Context: an optimization exercise on an open-source flow, tuned for small area, a short achievable clock period and few clock cycles. The choices shown serve that exercise and are no tape-out recipe. In this exercise RTL edits were held to simulation tests only and were not proved equivalent to the original. Power and IR drop assume default switching activity.

==> flow/design.v <==
module crc_unit (
    input  wire        clk,
    input  wire        rst,           
    input  wire        req_valid,
    output wire        req_ready,
    input  wire        req_write,
    input  wire [2:0]  req_addr,      
    input  wire [31:0] req_wdata,
    output reg         rsp_valid,
    output reg  [31:0] rsp_rdata,
    output reg         exc            
);
    localparam [2:0] A_POLY   = 3'd0,
                     A_CFG    = 3'd1,
                     A_INIT   = 3'd2,
                     A_VALUE  = 3'd3,
                     A_RESULT = 3'd4,
                     A_IN8    = 3'd5,
                     A_IN16   = 3'd6,
                     A_IN32   = 3'd7;
    reg [31:0] poly;                  
    reg [31:0] init;                  
    reg [31:0] rnat;                  
    reg [31:0] rref;                  
    reg [4:0]  wm1;                   
    reg        refin, refout, invert;
    reg [31:0] gref;                  
    reg        g_ok;                  
    reg [15:1] mu;                    
    reg        mu_ok;                 
    reg        s_dat;                 
    reg        s_8;                   
    reg        s_16;                  
    reg        s_32;                  
    reg        s_r;                   
    reg        s_cfg;                 
    reg [31:0] q_d;                   
    reg        rdy;
    assign req_ready = rdy;
    wire accept = req_valid & rdy;
    wire wr     = accept & req_write;
    wire [4:0]  wm1_n    = s_cfg ? q_d[4:0] : wm1;
    wire        refin_n  = s_cfg ? q_d[8]   : refin;
    wire        refout_n = s_cfg ? q_d[9]   : refout;
    wire        invert_n = s_cfg ? q_d[10]  : invert;
    wire [31:0] mask     = 32'hFFFF_FFFF >> (~wm1);
    wire [31:0] mask_n   = 32'hFFFF_FFFF >> (~wm1_n);
    wire [31:0] gnat     = poly & mask;
    wire        go       = g_ok & mu_ok;
    wire        d_exec   = s_dat & go;
    wire [7:0]  r_hi = s_8 ? rref[7:0] : rref[15:8];
    wire [15:0] dv   = {r_hi ^ q_d[15:8], (rref[7:0] ^ q_d[7:0]) & {8{~s_8}}};
    wire [31:0] rs_r = s_16 ? (rref >> 16) : (rref >> 8);
    wire [31:0] rs_n = s_16 ? (rnat << 16) : (rnat << 8);
    reg [15:0] t;
    integer i, j, k;
    always @(*) begin
        for (k = 0; k < 16; k = k + 1) begin
            t[k] = dv[k];
            for (j = 0; j < k; j = j + 1)
                t[k] = t[k] ^ (mu[k - j] & dv[j]);
        end
    end
    reg [31:0] crc_r, crc_n;
    always @(*) begin
        for (i = 0; i < 32; i = i + 1) begin
            crc_r[i] = rs_r[i];
            crc_n[i] = rs_n[i];
            for (k = 0; k < 16; k = k + 1) begin
                if (i + 15 - k <= 31)
                    crc_r[i] = crc_r[i] ^ (t[k] & gref[i + 15 - k]);
                if (i + k >= 15)
                    crc_n[i] = crc_n[i] ^ (t[k] & gnat[i + k - 15]);
            end
        end
    end
    reg [15:0] m;
    always @(*) begin
        m[0] = 1'b1;
        for (k = 1; k < 16; k = k + 1) begin
            m[k] = gref[k - 1];
            for (j = 1; 2 * j <= k; j = j + 1)
                m[k] = m[k] ^ (m[j] & ((2 * j == k) ? 1'b1 : gref[k - 2 * j - 1]));
        end
    end
    function [31:0] rev32(input [31:0] v);
        integer n;
        for (n = 0; n < 32; n = n + 1)
            rev32[n] = v[31 - n];
    endfunction
    wire        g_fill  = ~g_ok & ~(s_r | s_cfg);
    wire [31:0] wsh_in  = s_r ? q_d : s_cfg ? rnat : poly;
    wire [31:0] wsh_out = rev32(wsh_in) >> (~wm1_n);
    wire [31:0] rref_n  = (s_r | s_cfg) ? wsh_out : d_exec ? crc_r : rref;
    wire [31:0] rnat_n  = (s_r ? q_d : d_exec ? crc_n : rnat) & mask_n;
    wire [31:0] invm    = invert_n ? mask_n : 32'd0;
    wire        a_dat   = req_addr[2] & (req_addr[1] | req_addr[0]);
    wire        s_dat_n = rdy ? (wr & a_dat) : s_dat;
    wire        s_32_n  = rdy ? (wr & (req_addr == A_IN32)) : (s_32 & ~d_exec);
    wire        poly_wr = wr & (req_addr == A_POLY);
    wire        g_ok_n  = ~(poly_wr | s_cfg) & (g_ok | g_fill);
    wire        mu_ok_n = ~g_fill;
    wire        rdy_n   = ~s_dat_n | (g_ok_n & mu_ok_n & ~s_32_n);
    function [7:0] order(input [7:0] b, input lsb_first);
        integer n;
        for (n = 0; n < 8; n = n + 1)
            order[n] = lsb_first ? b[n] : b[7 - n];
    endfunction
    always @(posedge clk) begin
        if (rst) begin
            poly   <= 32'd0;
            init   <= 32'd0;
            rnat   <= 32'd0;
            rref   <= 32'd0;
            wm1    <= 5'd0;
            refin  <= 1'b0;
            refout <= 1'b0;
            invert <= 1'b0;
            g_ok   <= 1'b0;              
            mu_ok  <= 1'b0;
            s_dat  <= 1'b0;
            s_8    <= 1'b0;
            s_16   <= 1'b0;
            s_32   <= 1'b0;
            s_r    <= 1'b0;
            s_cfg  <= 1'b0;
            rdy    <= 1'b1;
            rsp_valid <= 1'b0;
            exc    <= 1'b0;
        end else begin
            if (poly_wr)
                poly <= req_wdata;
            if (wr & (req_addr == A_INIT))
                init <= req_wdata;
            rnat   <= rnat_n;
            rref   <= rref_n;
            wm1    <= wm1_n;
            refin  <= refin_n;
            refout <= refout_n;
            invert <= invert_n;
            g_ok   <= g_ok_n;
            mu_ok  <= mu_ok_n;
            s_dat  <= s_dat_n;
            s_32   <= s_32_n;
            if (rdy) begin
                s_8   <= wr & (req_addr == A_IN8);
                s_16  <= wr & req_addr[2] & req_addr[1];
                s_r   <= wr & ((req_addr == A_INIT) | (req_addr == A_VALUE));
                s_cfg <= wr & (req_addr == A_CFG) & (|req_wdata[4:1]);
            end
            rdy    <= rdy_n;
            rsp_valid <= accept & ~req_write;
            exc    <= wr & (req_addr == A_CFG) & ~(|req_wdata[4:1]);
        end
    end
    always @(posedge clk) begin
        if (g_fill)
            gref <= wsh_out;
        mu <= m[15:1];
    end
    always @(posedge clk) begin
        if (rdy) begin
            if (a_dat) begin
                q_d[31:24] <= order(req_wdata[31:24], refin_n);
                q_d[23:16] <= order(req_wdata[23:16], refin_n);
                q_d[15:8]  <= order(req_addr == A_IN8 ? req_wdata[7:0] : req_wdata[15:8], refin_n);
                q_d[7:0]   <= order(req_wdata[7:0], refin_n);
            end else begin
                q_d <= req_wdata;
            end
        end else if (d_exec) begin
            q_d[15:0] <= q_d[31:16];     
        end
    end
    wire        fresh   = d_exec & ~s_r & ~s_cfg;       
    wire [31:0] v_res   = (refout_n ? rref_n : rnat_n) ^ invm;
    wire [31:0] c_n     = crc_n & mask;                 
    wire [31:0] c_ni    = (crc_n ^ invm) & mask;        
    wire [31:0] c_ri    = crc_r ^ invm;                 
    wire        sel_p   = (req_addr == A_POLY);
    wire        sel_c   = (req_addr == A_CFG);
    wire        sel_i   = (req_addr == A_INIT);
    wire        sel_v   = (req_addr == A_VALUE);
    wire        sel_r   = (req_addr == A_RESULT);
    wire [31:0] rd_d    = ({32{sel_v &  fresh}}             & c_n)
                        | ({32{sel_r &  fresh & ~refout_n}} & c_ni)
                        | ({32{sel_r &  fresh &  refout_n}} & c_ri)
                        | ({32{sel_v & ~fresh}}             & rnat_n)
                        | ({32{sel_r & ~fresh}}             & v_res)
                        | ({32{sel_p}}                      & poly & mask_n)
                        | ({32{sel_i}}                      & init & mask_n)
                        | ({32{sel_c}} & {21'd0, invert_n, refout_n, refin_n, 3'd0, wm1_n});
    always @(posedge clk)
        rsp_rdata <= rd_d;
endmodule
clock: 17.0 ns
lec_check: 0
cap_margin: 20
core_margin: 2
core_utilization: 50
slew_margin: 20
standard.sh (not shown) runs the stock make flow with config.mk's settings and CLKGATE_MAP_FILE= SYNTH_SCRIPT=/design/flow/synth_recipe.tcl, a recipe that flattens the netlist after the stock synthesis.
==> flow/flow/run.sh <==
#!/bin/bash
# The standard layout (standard.sh: ORFS with the standard synthesis), with
#  - port buffers of sky130_fd_sc_hd__buf_4 instead of the default buffer, and
#  - timing repair aimed at a setup slack margin; the SDC (clock period and
#    I/O delays) is unchanged.
# make's output goes to standard.log; ORFS keeps each step's log under orfs/logs.
set -euo pipefail
bash standard.sh \
    "BUFFER_PORTS_ARGS=-buffer_cell sky130_fd_sc_hd__buf_4" \
    SETUP_SLACK_MARGIN=12 \
    finish > standard.log 2>&1
Testbench counts at the start, summed over its fixed seeds: cycles 69,597.
Rerun with:
--- a/flow/design.v
+++ b/flow/design.v
@@ -47,12 +47,23 @@
     wire [31:0] mask_n   = 32'hFFFF_FFFF >> (~wm1_n);
     wire [31:0] gnat     = poly & mask;
     wire        go       = g_ok & mu_ok;
     wire        d_exec   = s_dat & go;
+    function [31:0] rev32(input [31:0] v);
+        integer n;
+        for (n = 0; n < 32; n = n + 1)
+            rev32[n] = v[31 - n];
+    endfunction
+    wire        g_fill  = ~g_ok & ~(s_r | s_cfg);
+    wire [31:0] wsh_in  = s_r ? q_d : s_cfg ? rnat : poly;
+    wire [31:0] wsh_out = rev32(wsh_in) >> (~wm1_n);
     wire [7:0]  r_hi = s_8 ? rref[7:0] : rref[15:8];
-    wire [15:0] dv   = {r_hi ^ q_d[15:8], (rref[7:0] ^ q_d[7:0]) & {8{~s_8}}};
-    wire [31:0] rs_r = s_16 ? (rref >> 16) : (rref >> 8);
-    wire [31:0] rs_n = s_16 ? (rnat << 16) : (rnat << 8);
+    wire [15:0] dv   = {(r_hi ^ q_d[15:8]) & {8{d_exec}},
+                        (rref[7:0] ^ q_d[7:0]) & {8{d_exec & ~s_8}}};
+    wire [31:0] rs_r = d_exec ? (s_16 ? (rref >> 16) : (rref >> 8))
+                     : (s_r | s_cfg) ? wsh_out : rref;
+    wire [31:0] rs_n = d_exec ? (s_16 ? (rnat << 16) : (rnat << 8))
+                     : s_r ? q_d : rnat;
     reg [15:0] t;
     integer i, j, k;
     always @(*) begin
         for (k = 0; k < 16; k = k + 1) begin
@@ -82,19 +93,11 @@
             for (j = 1; 2 * j <= k; j = j + 1)
                 m[k] = m[k] ^ (m[j] & ((2 * j == k) ? 1'b1 : gref[k - 2 * j - 1]));
         end
     end
-    function [31:0] rev32(input [31:0] v);
-        integer n;
-        for (n = 0; n < 32; n = n + 1)
-            rev32[n] = v[31 - n];
-    endfunction
-    wire        g_fill  = ~g_ok & ~(s_r | s_cfg);
-    wire [31:0] wsh_in  = s_r ? q_d : s_cfg ? rnat : poly;
-    wire [31:0] wsh_out = rev32(wsh_in) >> (~wm1_n);
-    wire [31:0] rref_n  = (s_r | s_cfg) ? wsh_out : d_exec ? crc_r : rref;
-    wire [31:0] rnat_n  = (s_r ? q_d : d_exec ? crc_n : rnat) & mask_n;
+    wire [31:0] rref_n  = crc_r;
     wire [31:0] invm    = invert_n ? mask_n : 32'd0;
+    wire [31:0] rnat_n  = crc_n & mask_n;
     wire        a_dat   = req_addr[2] & (req_addr[1] | req_addr[0]);
     wire        s_dat_n = rdy ? (wr & a_dat) : s_dat;
     wire        s_32_n  = rdy ? (wr & (req_addr == A_IN32)) : (s_32 & ~d_exec);
     wire        poly_wr = wr & (req_addr == A_POLY);
@@ -171,25 +174,18 @@
         end else if (d_exec) begin
             q_d[15:0] <= q_d[31:16];     
         end
     end
-    wire        fresh   = d_exec & ~s_r & ~s_cfg;       
-    wire [31:0] v_res   = (refout_n ? rref_n : rnat_n) ^ invm;
-    wire [31:0] c_n     = crc_n & mask;                 
-    wire [31:0] c_ni    = (crc_n ^ invm) & mask;        
-    wire [31:0] c_ri    = crc_r ^ invm;                 
     wire        sel_p   = (req_addr == A_POLY);
     wire        sel_c   = (req_addr == A_CFG);
     wire        sel_i   = (req_addr == A_INIT);
     wire        sel_v   = (req_addr == A_VALUE);
     wire        sel_r   = (req_addr == A_RESULT);
-    wire [31:0] rd_d    = ({32{sel_v &  fresh}}             & c_n)
-                        | ({32{sel_r &  fresh & ~refout_n}} & c_ni)
-                        | ({32{sel_r &  fresh &  refout_n}} & c_ri)
-                        | ({32{sel_v & ~fresh}}             & rnat_n)
-                        | ({32{sel_r & ~fresh}}             & v_res)
-                        | ({32{sel_p}}                      & poly & mask_n)
-                        | ({32{sel_i}}                      & init & mask_n)
+    wire [31:0] k_n     = {32{sel_v | (sel_r & ~refout_n)}} & mask_n;
+    wire [31:0] k_r     = {32{sel_r & refout_n}};
+    wire [31:0] rd_d    = (((crc_n & k_n) | (crc_r & k_r)) ^ ({32{sel_r}} & invm))
+                        | ({32{sel_p}} & poly & mask_n)
+                        | ({32{sel_i}} & init & mask_n)
                         | ({32{sel_c}} & {21'd0, invert_n, refout_n, refin_n, 3'd0, wm1_n});
     always @(posedge clk)
         rsp_rdata <= rd_d;
 endmodule
After rerunning: Sequential power goes up by a few percent; setup slack is worse by 0.062 ns; clock-buffer cell count goes up by 9; hold slack is about the same; die area goes down by a few percent; sequential share of layout area goes up by 0.95 points.
Testbench counts after the change, summed over its fixed seeds: cycles 69,597.

## port drivers added, routing unchanged
Ports are ideal in the flow. The routed layouts listed here were re-timed in OpenROAD.
Step 1 (the two cells are an assumption about what drives the block):
set clk [get_ports {clk}]
set_driving_cell -lib_cell sky130_fd_sc_hd__clkbuf_16 $clk
set_driving_cell -lib_cell sky130_fd_sc_hd__buf_2 [delete_from_list [all_inputs] $clk]
Step 2 also shifts input and output timing later by t, the mid clock arrival at the registers, as if the neighbouring blocks saw the same clock.
Slacks: no drivers / after step 1 / after step 2; pairs: no drivers / after step 1.
run | t, ns | setup WS [ns] | hold WS [ns] | slew at the worst register clock pin (ns) | worst slew at a driven data input, ns
the first run | 0.679 | 12.043 / 11.980 / 11.412 | 0.456 / 0.456 / 0.456 | 0.08 / 0.08 | 0.04
the second run | 0.627 | 11.981 / 11.981 / 11.411 | 0.458 / 0.458 / 0.458 | 0.07 / 0.07 | 0.05
After both steps every run listed still meets setup and hold. The setup slack of the first run, which loses most, moves by -0.063 ns with the drivers and by -0.631 ns with both steps.
